What follows belongs to an exercise in optimizing a design on an open flow for small area and a short achievable clock period; a production flow would make more cautious choices.
Function was not checked in any run shown here: the RTL went through the layout flow alone.

--- config.mk ---
export PLATFORM = sky130hd
export DESIGN_NAME = ecc80_codec
export DESIGN_NICKNAME = ecc80_codec
export VERILOG_FILES = /design/flow/design.v
export SDC_FILE = /design/flow/constraint.sdc
export NUM_CORES = 4
export LEC_CHECK = 0
export ABC_AREA = 1
export CAP_MARGIN = 20
export CORE_MARGIN = 2
export CORE_UTILIZATION = 55
export PLACE_DENSITY = 0.7
export SLEW_MARGIN = 70
--- constraint.sdc ---
create_clock -name core_clock -period 22.0 [get_ports {clk}]
set_input_delay 4.4000 -clock core_clock [delete_from_list [all_inputs] [get_ports {clk}]]
set_output_delay 4.4000 -clock core_clock [all_outputs]
set_load 0.01 [all_outputs]
--- design.v ---
module ecc80_codec (
    input  wire        clk,
    input  wire        rst,
    input  wire        enc_valid_i,
    input  wire [63:0] enc_data_i,
    output reg         enc_valid_o,
    output reg  [15:0] enc_check_o,
    input  wire        dec_valid_i,
    input  wire [79:0] dec_cw_i,
    output reg         dec_valid_o,
    output reg  [63:0] dec_data_o,
    output reg  [15:0] dec_check_o,
    output reg  [1:0]  dec_err_o
);
    wire [239:0] ex;
    assign ex[0] = enc_data_i[11] ^ enc_data_i[57];
    assign ex[1] = enc_data_i[49] ^ ex[0];
    assign ex[2] = enc_data_i[1] ^ enc_data_i[10];
    assign ex[3] = enc_data_i[4] ^ enc_data_i[9];
    assign ex[4] = enc_data_i[6] ^ enc_data_i[19];
    assign ex[5] = enc_data_i[12] ^ enc_data_i[45];
    assign ex[6] = enc_data_i[29] ^ enc_data_i[43];
    assign ex[7] = enc_data_i[2] ^ enc_data_i[13];
    assign ex[8] = enc_data_i[21] ^ enc_data_i[22];
    assign ex[9] = enc_data_i[30] ^ enc_data_i[44];
    assign ex[10] = enc_data_i[31] ^ enc_data_i[47];
    assign ex[11] = enc_data_i[23] ^ enc_data_i[24];
    assign ex[12] = enc_data_i[25] ^ enc_data_i[46];
    assign ex[13] = enc_data_i[26] ^ enc_data_i[32];
    assign ex[14] = enc_data_i[27] ^ enc_data_i[48];
    assign ex[15] = enc_data_i[38] ^ enc_data_i[63];
    assign ex[16] = enc_data_i[5] ^ enc_data_i[18];
    assign ex[17] = enc_data_i[50] ^ enc_data_i[53];
    assign ex[18] = enc_data_i[0] ^ enc_data_i[17];
    assign ex[19] = enc_data_i[28] ^ enc_data_i[59];
    assign ex[20] = enc_data_i[20] ^ ex[2];
    assign ex[21] = enc_data_i[52] ^ ex[6];
    assign ex[22] = enc_data_i[58] ^ ex[5];
    assign ex[23] = enc_data_i[61] ^ ex[4];
    assign ex[24] = ex[3] ^ ex[18];
    assign ex[25] = enc_data_i[39] ^ ex[8];
    assign ex[26] = enc_data_i[54] ^ ex[10];
    assign ex[27] = enc_data_i[60] ^ ex[7];
    assign ex[28] = enc_data_i[40] ^ ex[11];
    assign ex[29] = enc_data_i[41] ^ ex[12];
    assign ex[30] = enc_data_i[51] ^ ex[1];
    assign ex[31] = enc_data_i[3] ^ enc_data_i[14];
    assign ex[32] = enc_data_i[7] ^ enc_data_i[62];
    assign ex[33] = enc_data_i[16] ^ enc_data_i[42];
    assign ex[34] = enc_data_i[34] ^ ex[19];
    assign ex[35] = ex[9] ^ ex[16];
    assign ex[36] = enc_data_i[56] ^ ex[13];
    assign ex[37] = ex[14] ^ ex[22];
    assign ex[38] = ex[15] ^ ex[24];
    assign ex[39] = enc_data_i[36] ^ ex[23];
    assign ex[40] = ex[21] ^ ex[30];
    assign ex[41] = enc_data_i[15] ^ enc_data_i[55];
    assign ex[42] = enc_data_i[8] ^ ex[17];
    assign ex[43] = enc_data_i[33] ^ ex[28];
    assign ex[44] = enc_data_i[35] ^ ex[35];
    assign ex[45] = ex[20] ^ ex[36];
    assign ex[46] = ex[37] ^ ex[39];
    assign ex[47] = enc_data_i[37] ^ ex[32];
    assign ex[48] = enc_data_i[50] ^ ex[33];
    assign ex[49] = ex[25] ^ ex[34];
    assign ex[50] = ex[26] ^ ex[27];
    assign ex[51] = enc_data_i[62] ^ ex[27];
    assign ex[52] = ex[29] ^ ex[41];
    assign ex[53] = ex[31] ^ ex[38];
    assign ex[54] = enc_data_i[21] ^ enc_data_i[33];
    assign ex[55] = enc_data_i[3] ^ enc_data_i[4];
    assign ex[56] = enc_data_i[11] ^ enc_data_i[15];
    assign ex[57] = enc_data_i[46] ^ enc_data_i[58];
    assign ex[58] = enc_data_i[5] ^ enc_data_i[40];
    assign ex[59] = enc_data_i[0] ^ enc_data_i[37];
    assign ex[60] = enc_data_i[19] ^ enc_data_i[45];
    assign ex[61] = enc_data_i[30] ^ enc_data_i[41];
    assign ex[62] = enc_data_i[32] ^ enc_data_i[54];
    assign ex[63] = enc_data_i[10] ^ enc_data_i[56];
    assign ex[64] = enc_data_i[22] ^ enc_data_i[48];
    assign ex[65] = enc_data_i[12] ^ ex[55];
    assign ex[66] = ex[15] ^ ex[57];
    assign ex[67] = enc_data_i[23] ^ ex[4];
    assign ex[68] = enc_data_i[29] ^ ex[3];
    assign ex[69] = enc_data_i[63] ^ ex[31];
    assign ex[70] = enc_data_i[1] ^ ex[6];
    assign ex[71] = enc_data_i[55] ^ ex[9];
    assign ex[72] = enc_data_i[42] ^ ex[12];
    assign ex[73] = ex[13] ^ ex[17];
    assign ex[74] = enc_data_i[39] ^ ex[2];
    assign ex[75] = ex[25] ^ ex[67];
    assign ex[76] = ex[58] ^ ex[69];
    assign ex[77] = ex[8] ^ ex[70];
    assign ex[78] = ex[11] ^ ex[29];
    assign ex[79] = ex[48] ^ ex[63];
    assign ex[80] = ex[28] ^ ex[64];
    assign ex[81] = enc_data_i[61] ^ ex[34];
    assign ex[82] = enc_data_i[25] ^ ex[26];
    assign ex[83] = ex[33] ^ ex[47];
    assign ex[84] = ex[32] ^ ex[49];
    assign ex[85] = ex[42] ^ ex[50];
    assign ex[86] = ex[1] ^ ex[43];
    assign ex[87] = ex[51] ^ ex[59];
    assign ex[88] = enc_data_i[28] ^ ex[45];
    assign ex[89] = enc_data_i[60] ^ ex[44];
    assign ex[90] = ex[43] ^ ex[45];
    assign ex[91] = ex[44] ^ ex[52];
    assign ex[92] = ex[40] ^ ex[53];
    assign ex[93] = ex[10] ^ ex[40];
    assign ex[94] = ex[46] ^ ex[90];
    assign ex[95] = enc_data_i[2] ^ ex[54];
    assign ex[96] = ex[20] ^ ex[23];
    assign ex[97] = ex[47] ^ ex[95];
    assign ex[98] = ex[37] ^ ex[96];
    assign ex[99] = ex[97] ^ ex[98];
    assign ex[100] = ex[92] ^ ex[99];
    assign ex[101] = enc_data_i[49] ^ enc_data_i[52];
    assign ex[102] = ex[7] ^ ex[56];
    assign ex[103] = ex[101] ^ ex[20];
    assign ex[104] = ex[35] ^ ex[42];
    assign ex[105] = ex[65] ^ ex[66];
    assign ex[106] = ex[102] ^ ex[103];
    assign ex[107] = ex[104] ^ ex[105];
    assign ex[108] = ex[84] ^ ex[106];
    assign ex[109] = ex[107] ^ ex[108];
    assign ex[110] = enc_data_i[11] ^ enc_data_i[16];
    assign ex[111] = enc_data_i[35] ^ enc_data_i[51];
    assign ex[112] = enc_data_i[59] ^ ex[5];
    assign ex[113] = ex[110] ^ ex[111];
    assign ex[114] = ex[68] ^ ex[112];
    assign ex[115] = ex[113] ^ ex[75];
    assign ex[116] = ex[76] ^ ex[114];
    assign ex[117] = ex[85] ^ ex[115];
    assign ex[118] = ex[116] ^ ex[117];
    assign ex[119] = enc_data_i[5] ^ enc_data_i[27];
    assign ex[120] = enc_data_i[36] ^ ex[41];
    assign ex[121] = ex[60] ^ ex[61];
    assign ex[122] = ex[62] ^ ex[119];
    assign ex[123] = ex[66] ^ ex[120];
    assign ex[124] = ex[121] ^ ex[122];
    assign ex[125] = ex[77] ^ ex[123];
    assign ex[126] = ex[124] ^ ex[86];
    assign ex[127] = ex[87] ^ ex[125];
    assign ex[128] = ex[126] ^ ex[127];
    assign ex[129] = ex[14] ^ ex[60];
    assign ex[130] = ex[24] ^ ex[71];
    assign ex[131] = ex[129] ^ ex[78];
    assign ex[132] = ex[79] ^ ex[130];
    assign ex[133] = ex[84] ^ ex[131];
    assign ex[134] = ex[132] ^ ex[93];
    assign ex[135] = ex[133] ^ ex[134];
    assign ex[136] = enc_data_i[17] ^ enc_data_i[63];
    assign ex[137] = ex[136] ^ ex[22];
    assign ex[138] = ex[42] ^ ex[72];
    assign ex[139] = ex[80] ^ ex[137];
    assign ex[140] = ex[138] ^ ex[88];
    assign ex[141] = ex[89] ^ ex[139];
    assign ex[142] = ex[93] ^ ex[140];
    assign ex[143] = ex[141] ^ ex[142];
    assign ex[144] = enc_data_i[9] ^ enc_data_i[18];
    assign ex[145] = enc_data_i[59] ^ ex[7];
    assign ex[146] = ex[9] ^ ex[54];
    assign ex[147] = ex[144] ^ ex[26];
    assign ex[148] = ex[73] ^ ex[145];
    assign ex[149] = ex[146] ^ ex[78];
    assign ex[150] = ex[147] ^ ex[148];
    assign ex[151] = ex[40] ^ ex[46];
    assign ex[152] = ex[149] ^ ex[150];
    assign ex[153] = ex[151] ^ ex[152];
    assign ex[154] = enc_data_i[6] ^ enc_data_i[24];
    assign ex[155] = ex[0] ^ ex[154];
    assign ex[156] = ex[71] ^ ex[72];
    assign ex[157] = ex[73] ^ ex[155];
    assign ex[158] = ex[38] ^ ex[50];
    assign ex[159] = ex[77] ^ ex[81];
    assign ex[160] = ex[156] ^ ex[157];
    assign ex[161] = ex[158] ^ ex[159];
    assign ex[162] = ex[160] ^ ex[161];
    assign ex[163] = enc_data_i[20] ^ enc_data_i[37];
    assign ex[164] = enc_data_i[52] ^ enc_data_i[55];
    assign ex[165] = ex[163] ^ ex[164];
    assign ex[166] = ex[1] ^ ex[36];
    assign ex[167] = ex[165] ^ ex[38];
    assign ex[168] = ex[75] ^ ex[82];
    assign ex[169] = ex[166] ^ ex[89];
    assign ex[170] = ex[167] ^ ex[168];
    assign ex[171] = ex[169] ^ ex[170];
    assign ex[172] = enc_data_i[7] ^ enc_data_i[31];
    assign ex[173] = enc_data_i[38] ^ enc_data_i[55];
    assign ex[174] = enc_data_i[57] ^ ex[16];
    assign ex[175] = ex[17] ^ ex[172];
    assign ex[176] = ex[173] ^ ex[25];
    assign ex[177] = ex[174] ^ ex[175];
    assign ex[178] = ex[176] ^ ex[177];
    assign ex[179] = ex[178] ^ ex[94];
    assign ex[180] = enc_data_i[8] ^ enc_data_i[13];
    assign ex[181] = enc_data_i[56] ^ ex[5];
    assign ex[182] = ex[62] ^ ex[180];
    assign ex[183] = ex[21] ^ ex[29];
    assign ex[184] = ex[74] ^ ex[181];
    assign ex[185] = ex[182] ^ ex[80];
    assign ex[186] = ex[81] ^ ex[183];
    assign ex[187] = ex[184] ^ ex[53];
    assign ex[188] = ex[185] ^ ex[186];
    assign ex[189] = ex[187] ^ ex[188];
    assign ex[190] = enc_data_i[14] ^ enc_data_i[26];
    assign ex[191] = enc_data_i[42] ^ enc_data_i[47];
    assign ex[192] = enc_data_i[53] ^ ex[190];
    assign ex[193] = ex[191] ^ ex[68];
    assign ex[194] = ex[74] ^ ex[192];
    assign ex[195] = ex[51] ^ ex[193];
    assign ex[196] = ex[194] ^ ex[86];
    assign ex[197] = ex[91] ^ ex[195];
    assign ex[198] = ex[196] ^ ex[197];
    assign ex[199] = enc_data_i[2] ^ enc_data_i[24];
    assign ex[200] = enc_data_i[26] ^ enc_data_i[34];
    assign ex[201] = enc_data_i[43] ^ ex[56];
    assign ex[202] = ex[61] ^ ex[199];
    assign ex[203] = ex[200] ^ ex[201];
    assign ex[204] = ex[202] ^ ex[76];
    assign ex[205] = ex[79] ^ ex[82];
    assign ex[206] = ex[203] ^ ex[46];
    assign ex[207] = ex[204] ^ ex[205];
    assign ex[208] = ex[206] ^ ex[207];
    assign ex[209] = enc_data_i[6] ^ enc_data_i[13];
    assign ex[210] = enc_data_i[17] ^ enc_data_i[20];
    assign ex[211] = enc_data_i[31] ^ enc_data_i[35];
    assign ex[212] = enc_data_i[43] ^ enc_data_i[44];
    assign ex[213] = ex[13] ^ ex[14];
    assign ex[214] = ex[19] ^ ex[209];
    assign ex[215] = ex[210] ^ ex[211];
    assign ex[216] = ex[212] ^ ex[65];
    assign ex[217] = ex[213] ^ ex[214];
    assign ex[218] = ex[215] ^ ex[30];
    assign ex[219] = ex[52] ^ ex[83];
    assign ex[220] = ex[216] ^ ex[217];
    assign ex[221] = ex[218] ^ ex[219];
    assign ex[222] = ex[220] ^ ex[221];
    assign ex[223] = enc_data_i[3] ^ enc_data_i[8];
    assign ex[224] = enc_data_i[9] ^ enc_data_i[44];
    assign ex[225] = enc_data_i[47] ^ enc_data_i[48];
    assign ex[226] = enc_data_i[51] ^ ex[0];
    assign ex[227] = ex[16] ^ ex[223];
    assign ex[228] = ex[224] ^ ex[225];
    assign ex[229] = ex[48] ^ ex[226];
    assign ex[230] = ex[227] ^ ex[228];
    assign ex[231] = ex[39] ^ ex[229];
    assign ex[232] = ex[230] ^ ex[87];
    assign ex[233] = ex[88] ^ ex[231];
    assign ex[234] = ex[232] ^ ex[233];
    assign ex[235] = ex[49] ^ ex[83];
    assign ex[236] = ex[85] ^ ex[91];
    assign ex[237] = ex[235] ^ ex[92];
    assign ex[238] = ex[94] ^ ex[236];
    assign ex[239] = ex[237] ^ ex[238];
    wire [15:0] enc_chk;
    assign enc_chk[0] = ~ex[100];
    assign enc_chk[1] = ex[109];
    assign enc_chk[2] = ~ex[118];
    assign enc_chk[3] = ex[128];
    assign enc_chk[4] = ~ex[135];
    assign enc_chk[5] = ~ex[143];
    assign enc_chk[6] = ex[153];
    assign enc_chk[7] = ex[162];
    assign enc_chk[8] = ~ex[171];
    assign enc_chk[9] = ex[179];
    assign enc_chk[10] = ex[189];
    assign enc_chk[11] = ~ex[198];
    assign enc_chk[12] = ~ex[208];
    assign enc_chk[13] = ex[222];
    assign enc_chk[14] = ex[234];
    assign enc_chk[15] = ~ex[239];
    always @(posedge clk) begin
        enc_valid_o <= enc_valid_i & ~rst;
        enc_check_o <= enc_chk;
    end
    function [6:0] gf_mul;
        input [6:0] a;
        input [6:0] b;
        reg   [12:0] p;
        integer i;
        begin
            p = 13'd0;
            for (i = 0; i < 7; i = i + 1)
                if (b[i]) p = p ^ ({6'd0, a} << i);
            for (i = 12; i >= 7; i = i - 1)
                if (p[i]) p = p ^ (13'h89 << (i - 7));
            gf_mul = p[6:0];
        end
    endfunction
    function pos_ok;
        input [6:0] x;
        begin
            case (x)
                7'd1, 7'd2, 7'd3, 7'd4, 7'd5, 7'd6, 7'd8, 7'd9, 7'd10, 7'd11,
                7'd12, 7'd16, 7'd18, 7'd20, 7'd22, 7'd24, 7'd25, 7'd27, 7'd29, 7'd31,
                7'd32, 7'd35, 7'd36, 7'd37, 7'd39, 7'd40, 7'd41, 7'd43, 7'd44, 7'd45,
                7'd47, 7'd48, 7'd50, 7'd51, 7'd53, 7'd54, 7'd55, 7'd57, 7'd58, 7'd61,
                7'd62, 7'd64, 7'd65, 7'd69, 7'd70, 7'd72, 7'd73, 7'd74, 7'd75, 7'd78,
                7'd80, 7'd81, 7'd82, 7'd83, 7'd85, 7'd86, 7'd87, 7'd88, 7'd90, 7'd93,
                7'd94, 7'd95, 7'd96, 7'd97, 7'd100, 7'd102, 7'd106, 7'd107, 7'd108, 7'd109,
                7'd110, 7'd111, 7'd113, 7'd114, 7'd115, 7'd116, 7'd122, 7'd124, 7'd125: pos_ok = 1'b1;
                default: pos_ok = 1'b0;
            endcase
        end
    endfunction
    function pos_chk;
        input [6:0] x;
        begin
            case (x)
                7'd1, 7'd2, 7'd4, 7'd8, 7'd9, 7'd16, 7'd18, 7'd25, 7'd32, 7'd36, 7'd50, 7'd64, 7'd65, 7'd72, 7'd100: pos_chk = 1'b1;
                default: pos_chk = 1'b0;
            endcase
        end
    endfunction
    function [6:0] inv_cube;
        input [6:0] x;
        begin
            case (x)
                7'd0: inv_cube = 7'd0;
                7'd1: inv_cube = 7'd1;
                7'd2: inv_cube = 7'd17;
                7'd3: inv_cube = 7'd24;
                7'd4: inv_cube = 7'd19;
                7'd5: inv_cube = 7'd82;
                7'd6: inv_cube = 7'd3;
                7'd7: inv_cube = 7'd122;
                7'd8: inv_cube = 7'd49;
                7'd9: inv_cube = 7'd56;
                7'd10: inv_cube = 7'd40;
                7'd11: inv_cube = 7'd33;
                7'd12: inv_cube = 7'd51;
                7'd13: inv_cube = 7'd4;
                7'd14: inv_cube = 7'd45;
                7'd15: inv_cube = 7'd71;
                7'd16: inv_cube = 7'd23;
                7'd17: inv_cube = 7'd36;
                7'd18: inv_cube = 7'd7;
                7'd19: inv_cube = 7'd88;
                7'd20: inv_cube = 7'd5;
                7'd21: inv_cube = 7'd44;
                7'd22: inv_cube = 7'd21;
                7'd23: inv_cube = 7'd96;
                7'd24: inv_cube = 7'd53;
                7'd25: inv_cube = 7'd30;
                7'd26: inv_cube = 7'd68;
                7'd27: inv_cube = 7'd100;
                7'd28: inv_cube = 7'd80;
                7'd29: inv_cube = 7'd46;
                7'd30: inv_cube = 7'd127;
                7'd31: inv_cube = 7'd103;
                7'd32: inv_cube = 7'd117;
                7'd33: inv_cube = 7'd18;
                7'd34: inv_cube = 7'd64;
                7'd35: inv_cube = 7'd115;
                7'd36: inv_cube = 7'd119;
                7'd37: inv_cube = 7'd38;
                7'd38: inv_cube = 7'd11;
                7'd39: inv_cube = 7'd47;
                7'd40: inv_cube = 7'd85;
                7'd41: inv_cube = 7'd124;
                7'd42: inv_cube = 7'd65;
                7'd43: inv_cube = 7'd2;
                7'd44: inv_cube = 7'd87;
                7'd45: inv_cube = 7'd58;
                7'd46: inv_cube = 7'd12;
                7'd47: inv_cube = 7'd110;
                7'd48: inv_cube = 7'd83;
                7'd49: inv_cube = 7'd93;
                7'd50: inv_cube = 7'd101;
                7'd51: inv_cube = 7'd86;
                7'd52: inv_cube = 7'd76;
                7'd53: inv_cube = 7'd62;
                7'd54: inv_cube = 7'd72;
                7'd55: inv_cube = 7'd66;
                7'd56: inv_cube = 7'd10;
                7'd57: inv_cube = 7'd90;
                7'd58: inv_cube = 7'd99;
                7'd59: inv_cube = 7'd79;
                7'd60: inv_cube = 7'd120;
                7'd61: inv_cube = 7'd81;
                7'd62: inv_cube = 7'd123;
                7'd63: inv_cube = 7'd31;
                7'd64: inv_cube = 7'd91;
                7'd65: inv_cube = 7'd26;
                7'd66: inv_cube = 7'd32;
                7'd67: inv_cube = 7'd28;
                7'd68: inv_cube = 7'd8;
                7'd69: inv_cube = 7'd73;
                7'd70: inv_cube = 7'd61;
                7'd71: inv_cube = 7'd111;
                7'd72: inv_cube = 7'd121;
                7'd73: inv_cube = 7'd22;
                7'd74: inv_cube = 7'd98;
                7'd75: inv_cube = 7'd14;
                7'd76: inv_cube = 7'd50;
                7'd77: inv_cube = 7'd109;
                7'd78: inv_cube = 7'd114;
                7'd79: inv_cube = 7'd54;
                7'd80: inv_cube = 7'd95;
                7'd81: inv_cube = 7'd16;
                7'd82: inv_cube = 7'd75;
                7'd83: inv_cube = 7'd70;
                7'd84: inv_cube = 7'd25;
                7'd85: inv_cube = 7'd39;
                7'd86: inv_cube = 7'd34;
                7'd87: inv_cube = 7'd106;
                7'd88: inv_cube = 7'd125;
                7'd89: inv_cube = 7'd92;
                7'd90: inv_cube = 7'd37;
                7'd91: inv_cube = 7'd113;
                7'd92: inv_cube = 7'd69;
                7'd93: inv_cube = 7'd29;
                7'd94: inv_cube = 7'd107;
                7'd95: inv_cube = 7'd52;
                7'd96: inv_cube = 7'd57;
                7'd97: inv_cube = 7'd112;
                7'd98: inv_cube = 7'd94;
                7'd99: inv_cube = 7'd43;
                7'd100: inv_cube = 7'd89;
                7'd101: inv_cube = 7'd105;
                7'd102: inv_cube = 7'd108;
                7'd103: inv_cube = 7'd78;
                7'd104: inv_cube = 7'd77;
                7'd105: inv_cube = 7'd55;
                7'd106: inv_cube = 7'd97;
                7'd107: inv_cube = 7'd59;
                7'd108: inv_cube = 7'd9;
                7'd109: inv_cube = 7'd20;
                7'd110: inv_cube = 7'd42;
                7'd111: inv_cube = 7'd102;
                7'd112: inv_cube = 7'd35;
                7'd113: inv_cube = 7'd67;
                7'd114: inv_cube = 7'd41;
                7'd115: inv_cube = 7'd6;
                7'd116: inv_cube = 7'd63;
                7'd117: inv_cube = 7'd74;
                7'd118: inv_cube = 7'd126;
                7'd119: inv_cube = 7'd84;
                7'd120: inv_cube = 7'd15;
                7'd121: inv_cube = 7'd118;
                7'd122: inv_cube = 7'd27;
                7'd123: inv_cube = 7'd104;
                7'd124: inv_cube = 7'd60;
                7'd125: inv_cube = 7'd48;
                7'd126: inv_cube = 7'd116;
                7'd127: inv_cube = 7'd13;
                default: inv_cube = 7'd0;
            endcase
        end
    endfunction
    wire [79:0] raw = dec_cw_i ^ 80'h99350000000000000000;
    wire [273:0] sx;
    assign sx[0] = raw[40] ^ raw[60];
    assign sx[1] = raw[43] ^ raw[57];
    assign sx[2] = raw[9] ^ raw[36];
    assign sx[3] = raw[10] ^ raw[61];
    assign sx[4] = raw[4] ^ raw[52];
    assign sx[5] = raw[22] ^ raw[35];
    assign sx[6] = raw[45] ^ raw[59];
    assign sx[7] = raw[18] ^ raw[46];
    assign sx[8] = raw[44] ^ raw[58];
    assign sx[9] = raw[12] ^ raw[41];
    assign sx[10] = raw[8] ^ raw[42];
    assign sx[11] = raw[37] ^ sx[2];
    assign sx[12] = sx[0] ^ sx[1];
    assign sx[13] = raw[0] ^ raw[23];
    assign sx[14] = raw[15] ^ raw[34];
    assign sx[15] = raw[24] ^ raw[72];
    assign sx[16] = raw[11] ^ raw[25];
    assign sx[17] = raw[2] ^ raw[73];
    assign sx[18] = raw[6] ^ raw[54];
    assign sx[19] = raw[5] ^ raw[53];
    assign sx[20] = sx[3] ^ sx[8];
    assign sx[21] = raw[38] ^ raw[56];
    assign sx[22] = raw[3] ^ raw[63];
    assign sx[23] = raw[14] ^ raw[33];
    assign sx[24] = raw[1] ^ raw[17];
    assign sx[25] = raw[13] ^ raw[16];
    assign sx[26] = raw[71] ^ raw[74];
    assign sx[27] = sx[7] ^ sx[17];
    assign sx[28] = raw[7] ^ sx[9];
    assign sx[29] = raw[78] ^ sx[5];
    assign sx[30] = raw[62] ^ sx[10];
    assign sx[31] = raw[55] ^ sx[11];
    assign sx[32] = raw[30] ^ sx[12];
    assign sx[33] = raw[31] ^ raw[75];
    assign sx[34] = raw[26] ^ raw[51];
    assign sx[35] = raw[39] ^ raw[77];
    assign sx[36] = raw[27] ^ raw[32];
    assign sx[37] = sx[4] ^ sx[18];
    assign sx[38] = raw[21] ^ sx[16];
    assign sx[39] = raw[20] ^ sx[15];
    assign sx[40] = raw[19] ^ sx[26];
    assign sx[41] = sx[6] ^ sx[25];
    assign sx[42] = sx[14] ^ sx[22];
    assign sx[43] = raw[47] ^ sx[27];
    assign sx[44] = sx[13] ^ sx[31];
    assign sx[45] = raw[68] ^ raw[76];
    assign sx[46] = sx[23] ^ sx[35];
    assign sx[47] = raw[28] ^ sx[19];
    assign sx[48] = raw[50] ^ sx[36];
    assign sx[49] = sx[34] ^ sx[39];
    assign sx[50] = raw[70] ^ sx[42];
    assign sx[51] = raw[29] ^ sx[30];
    assign sx[52] = sx[20] ^ sx[28];
    assign sx[53] = raw[48] ^ sx[40];
    assign sx[54] = sx[32] ^ sx[44];
    assign sx[55] = raw[65] ^ raw[69];
    assign sx[56] = raw[66] ^ sx[24];
    assign sx[57] = raw[67] ^ sx[45];
    assign sx[58] = raw[51] ^ sx[4];
    assign sx[59] = sx[21] ^ sx[33];
    assign sx[60] = sx[38] ^ sx[46];
    assign sx[61] = raw[71] ^ sx[29];
    assign sx[62] = sx[37] ^ sx[48];
    assign sx[63] = raw[31] ^ sx[43];
    assign sx[64] = raw[49] ^ sx[49];
    assign sx[65] = raw[50] ^ raw[68];
    assign sx[66] = raw[1] ^ raw[23];
    assign sx[67] = raw[46] ^ raw[61];
    assign sx[68] = raw[3] ^ raw[32];
    assign sx[69] = raw[75] ^ raw[77];
    assign sx[70] = raw[14] ^ raw[76];
    assign sx[71] = raw[49] ^ raw[60];
    assign sx[72] = raw[35] ^ raw[41];
    assign sx[73] = raw[64] ^ raw[78];
    assign sx[74] = raw[15] ^ raw[28];
    assign sx[75] = raw[26] ^ raw[47];
    assign sx[76] = raw[4] ^ raw[33];
    assign sx[77] = raw[56] ^ sx[6];
    assign sx[78] = raw[21] ^ sx[10];
    assign sx[79] = sx[21] ^ sx[74];
    assign sx[80] = raw[57] ^ sx[68];
    assign sx[81] = raw[70] ^ sx[55];
    assign sx[82] = raw[69] ^ sx[19];
    assign sx[83] = sx[13] ^ sx[33];
    assign sx[84] = raw[67] ^ sx[5];
    assign sx[85] = sx[66] ^ sx[76];
    assign sx[86] = sx[18] ^ sx[23];
    assign sx[87] = sx[15] ^ sx[70];
    assign sx[88] = sx[14] ^ sx[37];
    assign sx[89] = sx[20] ^ sx[82];
    assign sx[90] = sx[47] ^ sx[67];
    assign sx[91] = raw[64] ^ sx[41];
    assign sx[92] = sx[16] ^ sx[84];
    assign sx[93] = sx[24] ^ sx[77];
    assign sx[94] = sx[58] ^ sx[78];
    assign sx[95] = raw[9] ^ sx[28];
    assign sx[96] = sx[30] ^ sx[41];
    assign sx[97] = raw[38] ^ sx[29];
    assign sx[98] = raw[10] ^ sx[12];
    assign sx[99] = sx[11] ^ sx[71];
    assign sx[100] = sx[47] ^ sx[59];
    assign sx[101] = raw[39] ^ sx[52];
    assign sx[102] = sx[52] ^ sx[56];
    assign sx[103] = sx[53] ^ sx[92];
    assign sx[104] = sx[32] ^ sx[50];
    assign sx[105] = sx[61] ^ sx[83];
    assign sx[106] = raw[58] ^ sx[62];
    assign sx[107] = sx[51] ^ sx[60];
    assign sx[108] = sx[95] ^ sx[104];
    assign sx[109] = raw[25] ^ sx[63];
    assign sx[110] = sx[50] ^ sx[102];
    assign sx[111] = sx[64] ^ sx[100];
    assign sx[112] = raw[2] ^ sx[54];
    assign sx[113] = sx[55] ^ sx[29];
    assign sx[114] = sx[57] ^ sx[43];
    assign sx[115] = sx[53] ^ sx[62];
    assign sx[116] = sx[91] ^ sx[113];
    assign sx[117] = sx[107] ^ sx[114];
    assign sx[118] = sx[115] ^ sx[116];
    assign sx[119] = sx[54] ^ sx[110];
    assign sx[120] = sx[111] ^ sx[117];
    assign sx[121] = sx[118] ^ sx[119];
    assign sx[122] = sx[120] ^ sx[121];
    assign sx[123] = raw[66] ^ raw[72];
    assign sx[124] = raw[73] ^ raw[79];
    assign sx[125] = sx[26] ^ sx[69];
    assign sx[126] = sx[73] ^ sx[123];
    assign sx[127] = sx[124] ^ sx[57];
    assign sx[128] = sx[81] ^ sx[125];
    assign sx[129] = sx[126] ^ sx[127];
    assign sx[130] = sx[128] ^ sx[129];
    assign sx[131] = raw[27] ^ raw[36];
    assign sx[132] = raw[56] ^ sx[0];
    assign sx[133] = sx[75] ^ sx[131];
    assign sx[134] = sx[132] ^ sx[133];
    assign sx[135] = sx[51] ^ sx[88];
    assign sx[136] = sx[91] ^ sx[134];
    assign sx[137] = sx[101] ^ sx[105];
    assign sx[138] = sx[135] ^ sx[136];
    assign sx[139] = sx[137] ^ sx[138];
    assign sx[140] = raw[7] ^ raw[11];
    assign sx[141] = raw[48] ^ raw[63];
    assign sx[142] = raw[65] ^ sx[24];
    assign sx[143] = sx[36] ^ sx[72];
    assign sx[144] = sx[140] ^ sx[141];
    assign sx[145] = sx[87] ^ sx[142];
    assign sx[146] = sx[143] ^ sx[144];
    assign sx[147] = sx[90] ^ sx[96];
    assign sx[148] = sx[145] ^ sx[146];
    assign sx[149] = sx[147] ^ sx[148];
    assign sx[150] = sx[54] ^ sx[149];
    assign sx[151] = raw[24] ^ raw[43];
    assign sx[152] = raw[63] ^ raw[77];
    assign sx[153] = sx[9] ^ sx[151];
    assign sx[154] = sx[152] ^ sx[20];
    assign sx[155] = sx[56] ^ sx[79];
    assign sx[156] = sx[86] ^ sx[153];
    assign sx[157] = sx[51] ^ sx[99];
    assign sx[158] = sx[154] ^ sx[155];
    assign sx[159] = sx[156] ^ sx[157];
    assign sx[160] = sx[158] ^ sx[109];
    assign sx[161] = sx[159] ^ sx[160];
    assign sx[162] = raw[8] ^ raw[18];
    assign sx[163] = sx[9] ^ sx[22];
    assign sx[164] = sx[162] ^ sx[59];
    assign sx[165] = sx[163] ^ sx[164];
    assign sx[166] = sx[103] ^ sx[106];
    assign sx[167] = sx[165] ^ sx[166];
    assign sx[168] = sx[112] ^ sx[167];
    assign sx[169] = raw[13] ^ raw[19];
    assign sx[170] = raw[42] ^ raw[59];
    assign sx[171] = sx[45] ^ sx[169];
    assign sx[172] = sx[170] ^ sx[80];
    assign sx[173] = sx[85] ^ sx[171];
    assign sx[174] = sx[31] ^ sx[172];
    assign sx[175] = sx[173] ^ sx[101];
    assign sx[176] = sx[174] ^ sx[111];
    assign sx[177] = sx[175] ^ sx[176];
    assign sx[178] = raw[5] ^ raw[13];
    assign sx[179] = raw[20] ^ raw[24];
    assign sx[180] = raw[34] ^ raw[37];
    assign sx[181] = raw[69] ^ raw[76];
    assign sx[182] = sx[6] ^ sx[17];
    assign sx[183] = sx[21] ^ sx[178];
    assign sx[184] = sx[179] ^ sx[180];
    assign sx[185] = sx[181] ^ sx[182];
    assign sx[186] = sx[183] ^ sx[184];
    assign sx[187] = sx[98] ^ sx[185];
    assign sx[188] = sx[186] ^ sx[106];
    assign sx[189] = sx[107] ^ sx[187];
    assign sx[190] = sx[188] ^ sx[189];
    assign sx[191] = raw[6] ^ raw[55];
    assign sx[192] = raw[59] ^ raw[74];
    assign sx[193] = sx[8] ^ sx[34];
    assign sx[194] = sx[191] ^ sx[192];
    assign sx[195] = sx[193] ^ sx[194];
    assign sx[196] = sx[60] ^ sx[90];
    assign sx[197] = sx[97] ^ sx[195];
    assign sx[198] = sx[196] ^ sx[197];
    assign sx[199] = sx[108] ^ sx[198];
    assign sx[200] = raw[23] ^ sx[0];
    assign sx[201] = sx[25] ^ sx[72];
    assign sx[202] = sx[73] ^ sx[80];
    assign sx[203] = sx[200] ^ sx[201];
    assign sx[204] = sx[53] ^ sx[89];
    assign sx[205] = sx[94] ^ sx[202];
    assign sx[206] = sx[203] ^ sx[204];
    assign sx[207] = sx[205] ^ sx[109];
    assign sx[208] = sx[206] ^ sx[207];
    assign sx[209] = raw[11] ^ raw[16];
    assign sx[210] = raw[19] ^ raw[62];
    assign sx[211] = raw[72] ^ raw[77];
    assign sx[212] = sx[7] ^ sx[65];
    assign sx[213] = sx[209] ^ sx[210];
    assign sx[214] = sx[211] ^ sx[212];
    assign sx[215] = sx[213] ^ sx[88];
    assign sx[216] = sx[89] ^ sx[97];
    assign sx[217] = sx[214] ^ sx[215];
    assign sx[218] = sx[216] ^ sx[217];
    assign sx[219] = sx[112] ^ sx[218];
    assign sx[220] = raw[12] ^ raw[27];
    assign sx[221] = raw[37] ^ raw[53];
    assign sx[222] = sx[3] ^ sx[69];
    assign sx[223] = sx[220] ^ sx[221];
    assign sx[224] = sx[79] ^ sx[85];
    assign sx[225] = sx[222] ^ sx[223];
    assign sx[226] = sx[43] ^ sx[49];
    assign sx[227] = sx[96] ^ sx[224];
    assign sx[228] = sx[225] ^ sx[103];
    assign sx[229] = sx[226] ^ sx[227];
    assign sx[230] = sx[228] ^ sx[229];
    assign sx[231] = raw[8] ^ raw[17];
    assign sx[232] = raw[44] ^ raw[62];
    assign sx[233] = sx[2] ^ sx[231];
    assign sx[234] = sx[232] ^ sx[27];
    assign sx[235] = sx[38] ^ sx[41];
    assign sx[236] = sx[81] ^ sx[86];
    assign sx[237] = sx[233] ^ sx[98];
    assign sx[238] = sx[234] ^ sx[235];
    assign sx[239] = sx[236] ^ sx[64];
    assign sx[240] = sx[105] ^ sx[237];
    assign sx[241] = sx[238] ^ sx[239];
    assign sx[242] = sx[240] ^ sx[241];
    assign sx[243] = raw[22] ^ sx[35];
    assign sx[244] = sx[65] ^ sx[39];
    assign sx[245] = sx[58] ^ sx[243];
    assign sx[246] = sx[93] ^ sx[244];
    assign sx[247] = sx[245] ^ sx[63];
    assign sx[248] = sx[246] ^ sx[108];
    assign sx[249] = sx[247] ^ sx[248];
    assign sx[250] = raw[18] ^ raw[29];
    assign sx[251] = raw[54] ^ sx[1];
    assign sx[252] = sx[3] ^ sx[19];
    assign sx[253] = sx[250] ^ sx[42];
    assign sx[254] = sx[46] ^ sx[57];
    assign sx[255] = sx[251] ^ sx[252];
    assign sx[256] = sx[61] ^ sx[93];
    assign sx[257] = sx[94] ^ sx[99];
    assign sx[258] = sx[253] ^ sx[254];
    assign sx[259] = sx[255] ^ sx[256];
    assign sx[260] = sx[257] ^ sx[258];
    assign sx[261] = sx[259] ^ sx[260];
    assign sx[262] = raw[22] ^ raw[45];
    assign sx[263] = raw[52] ^ raw[60];
    assign sx[264] = raw[73] ^ sx[7];
    assign sx[265] = sx[75] ^ sx[262];
    assign sx[266] = sx[263] ^ sx[38];
    assign sx[267] = sx[40] ^ sx[48];
    assign sx[268] = sx[87] ^ sx[264];
    assign sx[269] = sx[265] ^ sx[266];
    assign sx[270] = sx[267] ^ sx[268];
    assign sx[271] = sx[44] ^ sx[269];
    assign sx[272] = sx[270] ^ sx[110];
    assign sx[273] = sx[271] ^ sx[272];
    wire       sp = sx[122];
    wire       t  = sx[130];
    wire [6:0] s1, s3;
    assign s1[0] = sx[139];
    assign s1[1] = sx[150];
    assign s1[2] = sx[161];
    assign s1[3] = sx[168];
    assign s1[4] = sx[177];
    assign s1[5] = sx[190];
    assign s1[6] = sx[199];
    assign s3[0] = sx[208];
    assign s3[1] = sx[219];
    assign s3[2] = sx[230];
    assign s3[3] = sx[242];
    assign s3[4] = sx[249];
    assign s3[5] = sx[261];
    assign s3[6] = sx[273];
    reg  v_q1;
    reg  [79:0] r_q1;
    reg  sp_q1;
    reg  t_q1;
    reg  [6:0] s1_q1;
    reg  [6:0] s3_q1;
    always @(posedge clk) begin
        v_q1 <= dec_valid_i & ~rst;
        r_q1 <= dec_cw_i;
        sp_q1 <= sp;
        t_q1 <= t;
        s1_q1 <= s1;
        s3_q1 <= s3;
    end
    wire [6:0] wv = gf_mul(s3_q1, inv_cube(s1_q1));
    wire       clean = ~sp_q1 & (s1_q1 == 7'd0) & (s3_q1 == 7'd0);
    wire       wunit = (wv == 7'd1);
    wire       wtr   = wv[0];
    wire [6:0] y;
    assign y[0] = 1'b0;
    assign y[1] = wv[2] ^ wv[3] ^ wv[4] ^ wv[6];
    assign y[2] = wv[3] ^ wv[4] ^ wv[6];
    assign y[3] = wv[5] ^ wv[6];
    assign y[4] = wv[1] ^ wv[2] ^ wv[4];
    assign y[5] = wv[3] ^ wv[5] ^ wv[6];
    assign y[6] = wv[3] ^ wv[6];
    reg  v_q2;
    reg  [79:0] r_q2;
    reg  sp_q2;
    reg  t_q2;
    reg  [6:0] s1_q2;
    reg  clean_q2;
    reg  wunit_q2;
    reg  wtr_q2;
    reg  [6:0] y_q2;
    always @(posedge clk) begin
        v_q2 <= v_q1 & ~rst;
        r_q2 <= r_q1;
        sp_q2 <= sp_q1;
        t_q2 <= t_q1;
        s1_q2 <= s1_q1;
        clean_q2 <= clean;
        wunit_q2 <= wunit;
        wtr_q2 <= wtr;
        y_q2 <= y;
    end
    wire [6:0] x1 = gf_mul(s1_q2, y_q2);
    wire [6:0] x2 = x1 ^ s1_q2;
    wire ok1 = pos_ok(x1);
    wire ok2 = pos_ok(x2);
    wire ch1 = pos_chk(x1);
    wire ch2 = pos_chk(x2);
    wire one = sp_q2 & wunit_q2 & ok2;
    wire two = ~sp_q2 & ~clean_q2 & wtr_q2 & ok1 & ok2 & (t_q2 == (ch1 ^ ch2));
    wire fix = one | two;
    wire [79:0] flip;
    assign flip[79] = (clean_q2 & t_q2) | (one & (t_q2 ^ ch2));
    assign flip[64] = fix & ((x1 == 7'd1) | (x2 == 7'd1));
    assign flip[65] = fix & ((x1 == 7'd2) | (x2 == 7'd2));
    assign flip[66] = fix & ((x1 == 7'd4) | (x2 == 7'd4));
    assign flip[67] = fix & ((x1 == 7'd8) | (x2 == 7'd8));
    assign flip[68] = fix & ((x1 == 7'd16) | (x2 == 7'd16));
    assign flip[69] = fix & ((x1 == 7'd32) | (x2 == 7'd32));
    assign flip[70] = fix & ((x1 == 7'd64) | (x2 == 7'd64));
    assign flip[71] = fix & ((x1 == 7'd9) | (x2 == 7'd9));
    assign flip[72] = fix & ((x1 == 7'd18) | (x2 == 7'd18));
    assign flip[73] = fix & ((x1 == 7'd36) | (x2 == 7'd36));
    assign flip[74] = fix & ((x1 == 7'd72) | (x2 == 7'd72));
    assign flip[75] = fix & ((x1 == 7'd25) | (x2 == 7'd25));
    assign flip[76] = fix & ((x1 == 7'd50) | (x2 == 7'd50));
    assign flip[77] = fix & ((x1 == 7'd100) | (x2 == 7'd100));
    assign flip[78] = fix & ((x1 == 7'd65) | (x2 == 7'd65));
    assign flip[0] = fix & ((x1 == 7'd11) | (x2 == 7'd11));
    assign flip[1] = fix & ((x1 == 7'd22) | (x2 == 7'd22));
    assign flip[2] = fix & ((x1 == 7'd44) | (x2 == 7'd44));
    assign flip[3] = fix & ((x1 == 7'd88) | (x2 == 7'd88));
    assign flip[4] = fix & ((x1 == 7'd57) | (x2 == 7'd57));
    assign flip[5] = fix & ((x1 == 7'd114) | (x2 == 7'd114));
    assign flip[6] = fix & ((x1 == 7'd109) | (x2 == 7'd109));
    assign flip[7] = fix & ((x1 == 7'd83) | (x2 == 7'd83));
    assign flip[8] = fix & ((x1 == 7'd47) | (x2 == 7'd47));
    assign flip[9] = fix & ((x1 == 7'd94) | (x2 == 7'd94));
    assign flip[10] = fix & ((x1 == 7'd53) | (x2 == 7'd53));
    assign flip[11] = fix & ((x1 == 7'd106) | (x2 == 7'd106));
    assign flip[12] = fix & ((x1 == 7'd93) | (x2 == 7'd93));
    assign flip[13] = fix & ((x1 == 7'd51) | (x2 == 7'd51));
    assign flip[14] = fix & ((x1 == 7'd102) | (x2 == 7'd102));
    assign flip[15] = fix & ((x1 == 7'd69) | (x2 == 7'd69));
    assign flip[16] = fix & ((x1 == 7'd3) | (x2 == 7'd3));
    assign flip[17] = fix & ((x1 == 7'd6) | (x2 == 7'd6));
    assign flip[18] = fix & ((x1 == 7'd12) | (x2 == 7'd12));
    assign flip[19] = fix & ((x1 == 7'd24) | (x2 == 7'd24));
    assign flip[20] = fix & ((x1 == 7'd48) | (x2 == 7'd48));
    assign flip[21] = fix & ((x1 == 7'd96) | (x2 == 7'd96));
    assign flip[22] = fix & ((x1 == 7'd73) | (x2 == 7'd73));
    assign flip[23] = fix & ((x1 == 7'd27) | (x2 == 7'd27));
    assign flip[24] = fix & ((x1 == 7'd54) | (x2 == 7'd54));
    assign flip[25] = fix & ((x1 == 7'd108) | (x2 == 7'd108));
    assign flip[26] = fix & ((x1 == 7'd81) | (x2 == 7'd81));
    assign flip[27] = fix & ((x1 == 7'd43) | (x2 == 7'd43));
    assign flip[28] = fix & ((x1 == 7'd86) | (x2 == 7'd86));
    assign flip[29] = fix & ((x1 == 7'd37) | (x2 == 7'd37));
    assign flip[30] = fix & ((x1 == 7'd74) | (x2 == 7'd74));
    assign flip[31] = fix & ((x1 == 7'd29) | (x2 == 7'd29));
    assign flip[32] = fix & ((x1 == 7'd58) | (x2 == 7'd58));
    assign flip[33] = fix & ((x1 == 7'd116) | (x2 == 7'd116));
    assign flip[34] = fix & ((x1 == 7'd97) | (x2 == 7'd97));
    assign flip[35] = fix & ((x1 == 7'd75) | (x2 == 7'd75));
    assign flip[36] = fix & ((x1 == 7'd31) | (x2 == 7'd31));
    assign flip[37] = fix & ((x1 == 7'd62) | (x2 == 7'd62));
    assign flip[38] = fix & ((x1 == 7'd124) | (x2 == 7'd124));
    assign flip[39] = fix & ((x1 == 7'd113) | (x2 == 7'd113));
    assign flip[40] = fix & ((x1 == 7'd107) | (x2 == 7'd107));
    assign flip[41] = fix & ((x1 == 7'd95) | (x2 == 7'd95));
    assign flip[42] = fix & ((x1 == 7'd55) | (x2 == 7'd55));
    assign flip[43] = fix & ((x1 == 7'd110) | (x2 == 7'd110));
    assign flip[44] = fix & ((x1 == 7'd85) | (x2 == 7'd85));
    assign flip[45] = fix & ((x1 == 7'd35) | (x2 == 7'd35));
    assign flip[46] = fix & ((x1 == 7'd70) | (x2 == 7'd70));
    assign flip[47] = fix & ((x1 == 7'd5) | (x2 == 7'd5));
    assign flip[48] = fix & ((x1 == 7'd10) | (x2 == 7'd10));
    assign flip[49] = fix & ((x1 == 7'd20) | (x2 == 7'd20));
    assign flip[50] = fix & ((x1 == 7'd40) | (x2 == 7'd40));
    assign flip[51] = fix & ((x1 == 7'd80) | (x2 == 7'd80));
    assign flip[52] = fix & ((x1 == 7'd41) | (x2 == 7'd41));
    assign flip[53] = fix & ((x1 == 7'd82) | (x2 == 7'd82));
    assign flip[54] = fix & ((x1 == 7'd45) | (x2 == 7'd45));
    assign flip[55] = fix & ((x1 == 7'd90) | (x2 == 7'd90));
    assign flip[56] = fix & ((x1 == 7'd61) | (x2 == 7'd61));
    assign flip[57] = fix & ((x1 == 7'd122) | (x2 == 7'd122));
    assign flip[58] = fix & ((x1 == 7'd125) | (x2 == 7'd125));
    assign flip[59] = fix & ((x1 == 7'd115) | (x2 == 7'd115));
    assign flip[60] = fix & ((x1 == 7'd111) | (x2 == 7'd111));
    assign flip[61] = fix & ((x1 == 7'd87) | (x2 == 7'd87));
    assign flip[62] = fix & ((x1 == 7'd39) | (x2 == 7'd39));
    assign flip[63] = fix & ((x1 == 7'd78) | (x2 == 7'd78));
    wire [1:0] err;
    assign err = clean_q2 ? {1'b0, t_q2} : one ? {t_q2 ^ ch2, ~(t_q2 ^ ch2)} : two ? 2'd2 : 2'd3;
    always @(posedge clk) begin
        dec_valid_o <= v_q2 & ~rst;
        {dec_check_o, dec_data_o} <= r_q2 ^ flip;
        dec_err_o   <= err;
    end
endmodule
--- run.sh ---
#!/bin/bash
# synth_recipe.tcl (not shown) runs the flow's synth.tcl, then flattens the netlist and writes it again
# the make line also repeats each setting of config.mk as NAME=value (left out here)
make -C /OpenROAD-flow-scripts/flow DESIGN_CONFIG=/design/flow/config.mk WORK_HOME=/design/flow/orfs CLKGATE_MAP_FILE= SYNTH_SCRIPT=/design/flow/synth_recipe.tcl finish
==> flow_summary.ini, run 1 <==
[timing]
skew_ps = 37.4
setup_violations = 0
tightestPinTransition_ps = 467
worst_slew_margin_rel = 0.685
hold_viol_final = 0
drv_slew = 0
fmax_ghz = 0.122
final.period_utilization = 0.372
grt_setup_unrepaired = false
fin_crit_ps = 8170
setup_tns_ps = 0
hold_ws_ps = 311

[setup_path]
path_max_fanout = 9
path_buf_inv = 3
cp-end-kind = flip-flop
worstSetupPathType = primary input to flip-flop
worstPathRequired_ps = 22460
worstPathCellList = clkdlybuf4s50_1, xnor2_2, xor2_2, xor2_1, xor2_1, xor2_2, xor2_4, inv_2, ha_1, nor2_1, inv_1, nand3_1, nand3_1, nand3_1, nand2_1, nand2_1, nand2_1
max_stage_delay_ps = 590
cp_data_arrival_time_ps = 8640
slowest_stage = clkdlybuf4s50_1
cp-start-kind = primary input
critPathTopFamily = XOR/XNOR gates

[yosys]
ys_seq_area_frac = 0.342
async_flop_share = 0
synthFlopType = dfxtp_1
syn-cell-area_um2 = 17800
synth_top_area_cell = dfxtp_1
synth_area_leaders = dfxtp_1, xnor2_1, nand2_1, xor2_1, nand3_1
synth-edff-count = 0
yosysMostFrequentCell = nand2_1
ys_types = 37
syn_avg_cell_area_um2 = 7.54
synthCells = 2357
yosys_warnings = 1
synthTopCellsByCount = nand2_1, dfxtp_1, xnor2_1
ys_ff_latch = 303
syn-num-nets = 2524
synth_top_area_frac = 0.342

[clocking]
max-clock-path-buffers = 3
ctsResizeCount = 0
cts_root_buf = clkbuf_16
numCtsBuffers = 30
cts_sinks = 303
cts_hold_buffers = 0
cts_tree = built
post-cts-setup-buffers = 0
cts_max_level = 1
clk_latency_ps = 590
clk_pin_slew_ps = 70

[placed_design]
routabilityCongestion = 1.07
dp_cells = 2948
hpwl_um = 48900
portBuffers = 247

[die]
dieArea_um2 = 33700
die_h_um = 184
core_area_um2 = 31700
initial_utilization = 0.560
die_width_um = 184
rows = 65
ios = 248

[detailed_routing]
drt_iter0_drc = 1961
vias = 16700
drcViolationCount = 0
wl_um = 61900
drt-wirelength-per-cell_um = 20.6
post_drt_via_cell_ratio = 5.56
ant_nets = 0
dr.pass1.iters = 6

[finish]
finalNonFillerCells = 3006
drive_gt1_frac = 0.0722
synthToLayoutAreaGrowth_pct = 23.0
utilization = 0.689
nNetsFinal = 2747

[global_routing]
antenna_found_initial = 3
grt_pass1_vias = 15800
grt_max_degree = 65
grt_pass1_wl_um = 91100
overflow = 0
grtUsageTotal = 0.355

[job]
drv_cap = 0

[min_path]
worstHoldPathType = flip-flop to flip-flop

[outcome]
outcome = finished clean
[metrics by stage]
step | area (um^2) | setup WS (ps)
2_1_floorplan | 17800 | 14700
3_3_place_gp | 20400 | 12640
3_5_place_dp | 20700 | 13330
4_1_cts | 21700 | 13900
5_1_grt | 21800 | 13730
6_report | 21800 | 13830
[final timing paths]
path / startpoint / endpoint / slack (ps) / cells past startpoint
min reg2reg: r_q1[51] / r_q2[51] / 310 / 0
min: r_q1[51] / r_q2[51] / 310 / 0
max: dec_cw_i[22] / flip-flop / 13830 / 17
max reg2reg: y_q2[2] / dec_data_o[47] / 17460 / 26
[registers in the layout (all words and copies together), names as in the netlist, 2 cells and up]
register	cells
s3_q1	7
enc_check_o	16
s1_q1	7
dec_check_o	16
r_q2	80
inv_cube$func$/design/flow/design.v:759$5472.$result	7
dec_err_o	2
s1_q2	7
y_q2	6
r_q1	80
dec_data_o	64
[cell usage in the layout, fill, tap and decap left out, types with 3 or more instances in the layout]
cell             count
ha_1                19
nor2_2               4
xor2_1             254
buf_4                3
nand3b_1             5
nand4_1              3
xnor2_2             33
nor2_1              94
inv_2               17
nor3_1               6
nand3_2              9
nand2_1            680
inv_1              160
o22ai_1             67
clkbuf_1             7
clkbuf_16           30
inv_6                3
nand2_2             26
dfxtp_2              4
clkinvlp_4           5
nand3_1            256
a21oi_1             12
o21ai_0             20
buf_2                7
dfxtp_1            299
clkinv_2             4
clkdlybuf4s50_1    240
clkinv_1             6
clkinv_4             4
xor2_2              17
xnor2_1            271
nand2_4              4
o211ai_1             5
or2_2                3
[cells by family after synthesis]
| logic type | after synthesis | synth area share |
|---|---|---|
| buffers and inverters | 248 | 0.0613 |
| AOI/OAI and AO/OA | 112 | 0.0378 |
| adders and majority gates | 19 | 0.0134 |
| and+or+nand+nor | 1098 | 0.261 |
| DFF | 303 | 0.342 |
| xor gates and xnor gates | 577 | 0.285 |
[per-layer routing]
metal  share of wire  track usage  up-vias
met5         0.00052            0        -
met4           0.044        0.140        4
met3           0.093       0.0537      172
met2            0.46        0.591      928
met1            0.40        0.464     7771
li1                -            -     7824
[area by class of cell]
cell class,instances,area (um^2)
multi-input cells,1806,11100
clock inverters,17,149
diodes,1,2.50
clock buffers,38,791
flip-flops and latches,303,6070
well taps,402,503
repair buffers,255,2550
fillers,2598,9880
inverters,184,693
==> inputs of run 2 (changes only) <==
--- a/config.mk
+++ b/config.mk
@@ -5,7 +5,6 @@
 export SDC_FILE = /design/flow/constraint.sdc
 export NUM_CORES = 4
 export LEC_CHECK = 0
-export ABC_AREA = 1
 export CAP_MARGIN = 20
 export CORE_MARGIN = 2
 export CORE_UTILIZATION = 55
==> run 2 against run 1 <==
  * Sequential cell count unchanged
  * Synthesized area increased by 12%
  * Worst setup slack lost 620 ps
  * Wire length grew 13%
  * First-iteration DRC count rose by 4.7%
==> flow_summary.ini, run 2 <==
[outcome]
outcome = finished clean

[yosys]
synthCells = 2206
ys_seq_area_frac = 0.305
ys_types = 81
synthTopCellsByCount = xnor2_1, dfxtp_1, nand2_1
synthFlopType = dfxtp_1
synth_top_area_cell = dfxtp_1
async_flop_share = 0
yosys_warnings = 1
syn-cell-area_um2 = 19900
ys_ff_latch = 303
syn_avg_cell_area_um2 = 9.00
synth_top_area_frac = 0.305
yosysMostFrequentCell = xnor2_1
syn-num-nets = 2373
synth_area_leaders = dfxtp_1, xnor2_1, xor2_1, xnor3_1, nand2_1
synth-edff-count = 0

[timing]
final.period_utilization = 0.400
layout_setup_ws_ps = 13210
setup_tns_ps = 0
setup_violations = 0
hold_viol_final = 0
fmax_ghz = 0.114
worst_slew_margin_rel = 0.677
drv_slew = 0
tightestPinTransition_ps = 484
fin_crit_ps = 8790
skew_ps = 19.0
grt_setup_unrepaired = false

[min_path]
min_from = r_q1[67]
worstHoldPathType = flip-flop to flip-flop
hold_depth = 0
hold_end = r_q2[67]

[clocking]
cts_hold_buffers = 0
numCtsBuffers = 31
cts_max_level = 1
post-cts-setup-buffers = 0
cts_root_buf = clkbuf_16
max-clock-path-buffers = 3
ctsResizeCount = 0
cts_sinks = 303
clk_pin_slew_ps = 70
cts_tree = built
clk_latency_ps = 590

[setup_path]
path_buf_inv = 3
path_max_fanout = 20
critPathTopFamily = XOR/XNOR gates
slowest_stage = clkdlybuf4s50_1
worstPathCellList = clkdlybuf4s50_1, xnor3_1, xnor3_1, xor2_1, xnor2_1, xnor3_1, buf_4, inv_1, ha_1, and2_1, a21oi_1, o21bai_1, o21ai_0, a221oi_1, a21oi_1, mux2_2
timing.critical_path.mode_cell = xnor3_1
reg2reg_to = dec_data_o[6]
max_stage_delay_ps = 650
cp-start-kind = primary input
reg2reg_slack_ps = 16520
cp-end-kind = flip-flop
worstSetupPathType = primary input to flip-flop
cp_data_arrival_time_ps = 9270
r2r-start = s1_q2[3]
worstPathRequired_ps = 22470
reg2regPathDepth = 19

[detailed_routing]
highest_layer = met5
ant_nets = 0
wl_met2_um = 32200
post_drt_via_cell_ratio = 6.32
vias = 18200
wl_um = 70200
dr.pass1.iters = 6
drcViolationCount = 0
drt_iter0_drc = 2054
drt-wirelength-per-cell_um = 24.4
dr_wl_met3_um = 6730
wl_met1_um = 28400

[finish]
synthToLayoutAreaGrowth_pct = 24.2
drive_gt1_frac = 0.127
final_common_cell = xnor2_1
nNetsFinal = 2554
final_cell_mix = xnor2_1, dfxtp_1, clkdlybuf4s50_1

[die]
rows = 69
initial_utilization = 0.558
die_h_um = 194
core_area_um2 = 35600
dieArea_um2 = 37600
die_width_um = 194
ios = 248

[placed_design]
portBuffers = 247
routabilityCongestion = 1.02
hpwl_um = 53300
pre_cts_slack_ps = 12750

[global_routing]
grt_pass1_wl_um = 105000
grt_pass1_vias = 17200
antenna_found_initial = 5
grtUsageTotal = 0.357
overflow = 0
grt_max_degree = 52

[job]
drv_cap = 0
==> run 2: cell types whose count changed in the layout (fill, tap and decap cells not counted), moves of 38 or more <==
cell      previous run  this run
or2_2                3        51
or3_1                0        53
xnor2_1            271       389
and2_1               0        54
a211oi_1             0        63
nand3_1            256        75
nand4_1              3        82
inv_1              160        12
nand2_1            680       163
xor2_1             254       144
a211o_1              0        52
o22ai_1             67        29
nor4_1               2        55
==> run 2: per-stage QoR <==
step	cell area (um^2)	hold WS (ps)	cells	utilization
after floorplan	19900	310	2206	-
after global placement	22500	310	2787	0.633
after detailed placement	23300	312	2809	0.655
after CTS	24300	321	2867	0.684
after global routing	24700	327	2873	0.693
final	24700	318	2875	0.693
==> run 2: metal layers <==
metal	vias up	global-route usage
met1	8675	0.488
met5	-	0
li1	8182	-
met4	2	0.135
met3	172	0.0522
met2	1131	0.572
==> run 2: worst max-delay path by stage <==
stage	start	depth (start not counted)	endpoint
floorplan	dec_cw_i[36]	13	flip-flop
global placement	dec_cw_i[18]	14	flip-flop
detailed placement	dec_cw_i[36]	16	flip-flop
CTS	dec_cw_i[36]	16	flip-flop
global route	dec_cw_i[36]	16	flip-flop
finish	dec_cw_i[36]	16	flip-flop
==> run 2: logic make-up after synthesis <==
family,share of synthesized area
and+or+nand+nor,0.174
xor gates and xnor gates,0.312
AOI/OAI and AO/OA,0.144
DFF,0.305
buffers and inverters,0.0373
muxes,0.0149
adders and majority gates,0.0120
==> run 2: area by class of cell <==
| class | instances | area (um^2) |
|---|---|---|
| Fill cell | 2674 | 10900 |
| Timing Repair Buffer | 300 | 3010 |
| Clock buffer | 41 | 873 |
| Inverter | 20 | 80.1 |
| Clock inverter | 17 | 188 |
| Multi-Input combinational cell | 1731 | 13900 |
| Antenna cell | 2 | 5.00 |
| Tap cell | 461 | 577 |
| Sequential cell | 303 | 6070 |

[port drivers added, routing unchanged]
How much do the figures lean on ideal ports? The routed layouts below were timed once more, with nothing changed but the port constraints.
Step 1: set_driving_cell puts a clkbuf_16 on clk and a buf_2 on each other input, an assumption about the parent block.
Step 2, shift: input delay + t, output delay - t, t = (earliest + latest rising clock arrival at the registers) / 2. This alone moves slack from input paths to output paths.
Three values: ideal ports, drivers, drivers and shift; two values: the first two.
run	t (ns)	setup WS [ns]	hold slack, ns
run 1	0.621	13.825 / 13.849 / 13.228	0.311 / 0.311 / 0.311
run 2	0.637	13.206 / 13.227 / 12.591	0.318 / 0.318 / 0.318
After both steps setup and hold are still met in every run listed. For run 2, which loses most, drivers alone change the setup slack by +0.021 ns; drivers and shift together by -0.615 ns.
